This design comes from an exercise in tuning for small area and a short achievable clock period on the open sky130 flow, not from production work.
Where RTL was checked, it was by simulation tests only, not by an equivalence proof against the original.

the baseline:
## fpfma
module fpfma (
    input  wire        clk,
    input  wire        rst_n,
    input  wire        in_valid,
    input  wire [1:0]  in_op,
    input  wire [1:0]  in_rnd,
    input  wire        in_ftz,
    input  wire        in_canon,
    input  wire [31:0] in_a,
    input  wire [31:0] in_b,
    input  wire [31:0] in_c,
    output reg         out_valid,
    output reg  [31:0] out_result,
    output reg  [4:0]  out_flags
);
==> flow/config.mk <==
export PLATFORM = sky130hd
export DESIGN_NAME = fpfma
export DESIGN_NICKNAME = fpfma
export VERILOG_FILES = /design/flow/design.v
export SDC_FILE = /design/flow/constraint.sdc
export NUM_CORES = 4
export LEC_CHECK = 0
export ABC_AREA = 1
export CAP_MARGIN = 40
export CORE_MARGIN = 2
export CORE_UTILIZATION = 45
export SLEW_MARGIN = 60
==> flow/constraint.sdc <==
create_clock -name core_clock -period 28.0 [get_ports {clk}]
set_input_delay 5.6000 -clock core_clock [delete_from_list [all_inputs] [get_ports {clk}]]
set_output_delay 5.6000 -clock core_clock [all_outputs]
set_load 0.01 [all_outputs]
standard.sh (not shown) runs the stock make flow with config.mk's settings and CLKGATE_MAP_FILE= SYNTH_SCRIPT=/design/flow/synth_recipe.tcl, a recipe that flattens the netlist after the stock synthesis.
==> flow/flow/run.sh <==
#!/bin/bash
# The standard layout (the standard.sh, standard synthesis included),
# with two changes to how it is made:
#  - the buffers that buffer_ports puts on the input and output ports are
#    sky130_fd_sc_hd__buf_2 instead of the delay buffer (clkdlybuf4s50_1)
#    the resizer picks by default; every port still gets its own buffer;
#  - repair_timing works with a setup margin of 21.3 ns, so that it speeds
#    up every path slower than 6.7 ns instead of only those that miss the
#    28 ns clock.  The clock, its period and the SDC are unchanged.
# make's output goes to flow.log; each ORFS step keeps its own log under
# orfs/logs/.
set -euo pipefail
bash standard.sh "BUFFER_PORTS_ARGS=-buffer_cell sky130_fd_sc_hd__buf_2" \
    "SETUP_SLACK_MARGIN=21.3" finish > flow.log 2>&1
diff inputs: the baseline => the candidate
Settings: SLEW_MARGIN changed from 60 to 20; CAP_MARGIN changed from 40 to 20.
==> flow/flow/run.sh <==
#!/bin/bash
# The standard layout (the standard.sh) with three changes to how it is
# made:
#  - synthesis is ORFS's (synth_recipe.tcl, so -nofsm -noshare, flattening
#    and renaming as standard) with the ABC area script mapping for area
#    (map -a, flow/abc_area.script) instead of for delay; ABC maps only the
#    logic between registers, so the registers, their names and cell types
#    are those of the standard synthesis;
#  - the buffers that buffer_ports puts on the input and output ports are
#    sky130_fd_sc_hd__buf_2 instead of the delay buffer (clkdlybuf4s50_1)
#    the resizer picks by default; every port still gets its own buffer;
#  - repair_timing works with a setup margin of 21.3 ns, so that it speeds
#    up every path slower than 6.7 ns instead of only those that miss the
#    28 ns clock.  The clock, its period and the SDC are unchanged.
# Each make run's output goes to its own log (synth.log, flow.log); each
# ORFS step keeps its own log under orfs/logs/.
set -euo pipefail
here=$(pwd)
rm -rf "$here/scripts"
cp -r "$FLOW_HOME/scripts" "$here/scripts"
cp "$here/flow/abc_area.script" "$here/scripts/abc_area.script"
bash standard.sh "SCRIPTS_DIR=$here/scripts" synth > synth.log 2>&1
bash standard.sh "SCRIPTS_DIR=$here/scripts" \
    "BUFFER_PORTS_ARGS=-buffer_cell sky130_fd_sc_hd__buf_2" \
    "SETUP_SLACK_MARGIN=21.3" finish > flow.log 2>&1
==> flow/flow/abc_area.script (new file) <==
strash
dch
map -a
topo
stime -c
buffer -c
upsize -c
dnsize -c
[summary]
The candidate completed every stage of the flow, and the final layout passed the timing, design-rule and antenna checks. Compared with the baseline, in the candidate count of non-CTS buffers in the layout went up; cell count went down by 812. Average footprint of a synthesized cell in the candidate vs the baseline: up about 8%. On actual slew at the worst max-slew pin: between the baseline and the candidate, it ends up lower for the baseline. Compared with the baseline, met2 wirelength from detailed routing in the candidate decreased by a few percent. Lower routed wire length goes to the candidate over the baseline. Summary of the candidate over the baseline: pre-CTS setup slack went down 1.58 ns; share of the final layout cell area in multi-input gates has decreased; worst setup slack after layout neither gained nor lost much.
No functional check of the RTL was part of any run of this note.

Another version of the RTL of fpfma (not shown whole).
Size: roughly 6000 cells after synthesis, roughly 490 flip-flops, roughly 140 I/O pins, roughly 43000 sq um of cells after synthesis.
clock: 28.0 ns
lec_check: 0
abc_area: 1
cap_margin: 40
core_margin: 2
core_utilization: 55
cts_cluster_diameter: 150
cts_cluster_size: 30
slew_margin: 60
run.sh (not shown) runs the stock make flow with config.mk's settings and CLKGATE_MAP_FILE= SYNTH_SCRIPT=/design/flow/synth_recipe.tcl, a recipe that flattens the netlist after the stock synthesis.
Stock flow here: none of the scripts above is used.
The first run finished with timing, DRC and antenna clean.
Rerun with:
Settings changed: CTS_CLUSTER_DIAMETER 150 to not set, CTS_CLUSTER_SIZE 30 to not set.
After rerunning: Clock-buffer cell count increases by 45; final area increases by a few percent; core utilization increases by 1.7 points; maximum frequency decreases slightly.
Rerun with:
Settings changed: CORE_UTILIZATION 55 to 45.
The changed run finished with timing, DRC and antenna clean.
Synthesized area is unchanged.
Final area is higher by 0.55%.
Count of clock-buffer cells in the layout went down by 3.
Clock skew fell by 0.011 ns.
Cell count goes up by 3.2%.
Sequential share of layout area goes down by 0.11 points.

lane 4:
Another version of the RTL of fpfma (not shown whole).
Size: about 6300 cells after synthesis, about 500 flip-flops.
clock: 28.0 ns
lec_check: 0
abc_area: 1
cap_margin: 40
core_margin: 2
core_utilization: 45
slew_margin: 80
Inputs modified between lane 4 and lane 3:
Settings: changing SLEW_MARGIN from 80 to 60.
### Flow results
Changes observed in lane 3 relative to lane 4: number of global-route vias before repair decreased by 840 relative to the old numbers.
Lane 4 → lane 3: post-route clock period utilization about even, multi-input combinational cell area saw a decrease.
As of lane 3, post-route cell area had fallen by a few percent compared to lane 4.
Sort lane 3 and lane 4 by flip-flop and latch share of the layout cell area, ascending, and lane 4 comes first.
No run of this note included a check of the RTL's function; only the layout flow was run.

tundra:
Another version of the RTL of fpfma (not shown whole).
Size in the first run: roughly 450 flip-flops, roughly 140 I/O pins, about 43000 µm² of cells after synthesis.
Settings: LEC_CHECK=0, ABC_AREA=1, CAP_MARGIN=40, CORE_MARGIN=2, CORE_UTILIZATION=45, SLEW_MARGIN=60; clock period 28.0 ns.
tundra completed end to end with timing, DRC and antenna clean.
Inputs modified between tundra and lagoon:
Settings: CAP_MARGIN changed from 40 to 20; SLEW_MARGIN changed from 60 to 20.
==> comparison <==
- Any difference in number of unique standard cell types used by synthesis between lagoon and tundra is small enough to ignore.
- Met1 track demand over resource in global routing delta for lagoon relative to tundra: 0.59 points higher
Function was not checked in any run of this note: the RTL went through the layout flow alone.

the reference run:
fpfma, a different RTL version from the one above (not shown whole).
Size: roughly 6,400 cells after synthesis, ~490 flip-flops, ~140 I/O pins.
Settings: LEC_CHECK=0, ABC_AREA=1, CAP_MARGIN=40, CORE_MARGIN=2, CORE_UTILIZATION=62, SLEW_MARGIN=60; clock period 28.0 ns.
The reference run completed end to end with timing, DRC and antenna clean.
### the reference run -> the trial run
Settings: changing CORE_UTILIZATION from 62 to 55.
==> flow/flow/run.sh (new file) <==
#!/bin/bash
# The standard layout (the standard.sh, standard synthesis included),
# with one change: the buffers that buffer_ports puts on the input and
# output ports are sky130_fd_sc_hd__buf_2 instead of the delay buffer
# (clkdlybuf4s50_1) the resizer picks by default.  Every port still gets
# its own buffer.  make's output goes to flow.log; each ORFS step keeps its
# own log under orfs/logs/.
set -euo pipefail
bash standard.sh "BUFFER_PORTS_ARGS=-buffer_cell sky130_fd_sc_hd__buf_2" finish > flow.log 2>&1
==> flow/standard.sh (new file) <==
#!/bin/bash
# synth_recipe.tcl (not shown) runs the flow's synth.tcl, then flattens the netlist and writes it again
# the make line also repeats each setting of config.mk as NAME=value (left out here)
make -C /OpenROAD-flow-scripts/flow DESIGN_CONFIG=/design/flow/config.mk WORK_HOME=/design/flow/orfs CLKGATE_MAP_FILE= SYNTH_SCRIPT=/design/flow/synth_recipe.tcl "${@:-finish}"
removed: flow/run.sh
--- outcome ---
The trial run finished every stage and its layout cleared the timing, design-rule and antenna checks.
Worst slew margin relative to its limit: the trial run higher than the reference run
Core area grows by more than 10% when moving from the reference run to the trial run.
Post-placement worst setup slack improves in the trial run relative to the reference run.
Comparing the reference run and the trial run, the higher global-route usage is on the reference run.
Final-layout worst hold slack delta (the reference run -> the trial run): insignificant
Going from the reference run to the trial run, the minimum clock period after layout was found to have gone down by 0.31 ns.
Comparing the two runs side by side, the trial run comes out ahead of the reference run on worst-case setup margin in the final layout.
A critical path class of reg2out is what the reference run shows, while reg2reg belongs to the trial run.
As far as number of sequential cells is concerned, the trial run and the reference run perform about the same.
No functional check of the RTL was part of any run of this note.

[afterwards: timing with drivers on the ports]
How much do the figures lean on ideal ports? The routed layouts below were timed once more, with nothing changed but the port constraints.
Step 1 (the two cells are an assumption about what drives the block):
set clk [get_ports {clk}]
set_driving_cell -lib_cell sky130_fd_sc_hd__clkbuf_16 $clk
set_driving_cell -lib_cell sky130_fd_sc_hd__buf_2 [delete_from_list [all_inputs] $clk]
Step 2 times the ports against the registers' clock, not the clock port: input delays grow and output delays shrink by t, the midpoint of the rising clock arrivals with the driver on.
Three values: ideal ports, drivers, drivers and shift; two values: the first two.
| run | t, ns | setup WS [ns] | hold slack, ns | worst data-port slew with drivers (ns) | pins driven straight from the clock port |
|---|---|---|---|---|---|
| the baseline | 0.697 | 21.305 / 21.237 / 20.992 | 0.324 / 0.324 / 0.324 | 0.05 | 1 |
| the candidate | 0.697 | 21.307 / 21.236 / 20.826 | 0.325 / 0.325 / 0.325 | 0.06 | 1 |
| the first run of note 2 | 0.661 | 20.924 / 20.853 / 20.538 | 0.328 / 0.328 / 0.328 | 0.07 | 1 |
| the second run of note 2 | 0.696 | 20.886 / 20.812 / 20.491 | 0.326 / 0.326 / 0.326 | 0.07 | 1 |
| the third run of note 2 | 0.712 | 20.888 / 20.815 / 20.539 | 0.325 / 0.325 / 0.325 | 0.06 | 1 |
| lane 4 | 0.728 | 20.862 / 20.787 / 20.267 | 0.323 / 0.323 / 0.323 | 0.06 | 1 |
| lane 3 | 0.718 | 20.868 / 20.794 / 20.383 | 0.327 / 0.327 / 0.327 | 0.07 | 1 |
| tundra | 0.699 | 20.619 / 20.619 / 20.533 | 0.326 / 0.326 / 0.326 | 0.06 | 1 |
| lagoon | 0.710 | 20.394 / 20.394 / 20.250 | 0.321 / 0.321 / 0.321 | 0.07 | 1 |
| the reference run | 0.710 | 20.827 / 20.755 / 20.304 | 0.326 / 0.326 / 0.326 | 0.07 | 1 |
| the trial run | 0.697 | 21.140 / 21.140 / 20.785 | 0.326 / 0.326 / 0.326 | 0.04 | 1 |
After both steps setup and hold are still met in every run listed. The setup slack of lane 4, which loses most, moves by -0.075 ns with the drivers and by -0.595 ns with both steps.
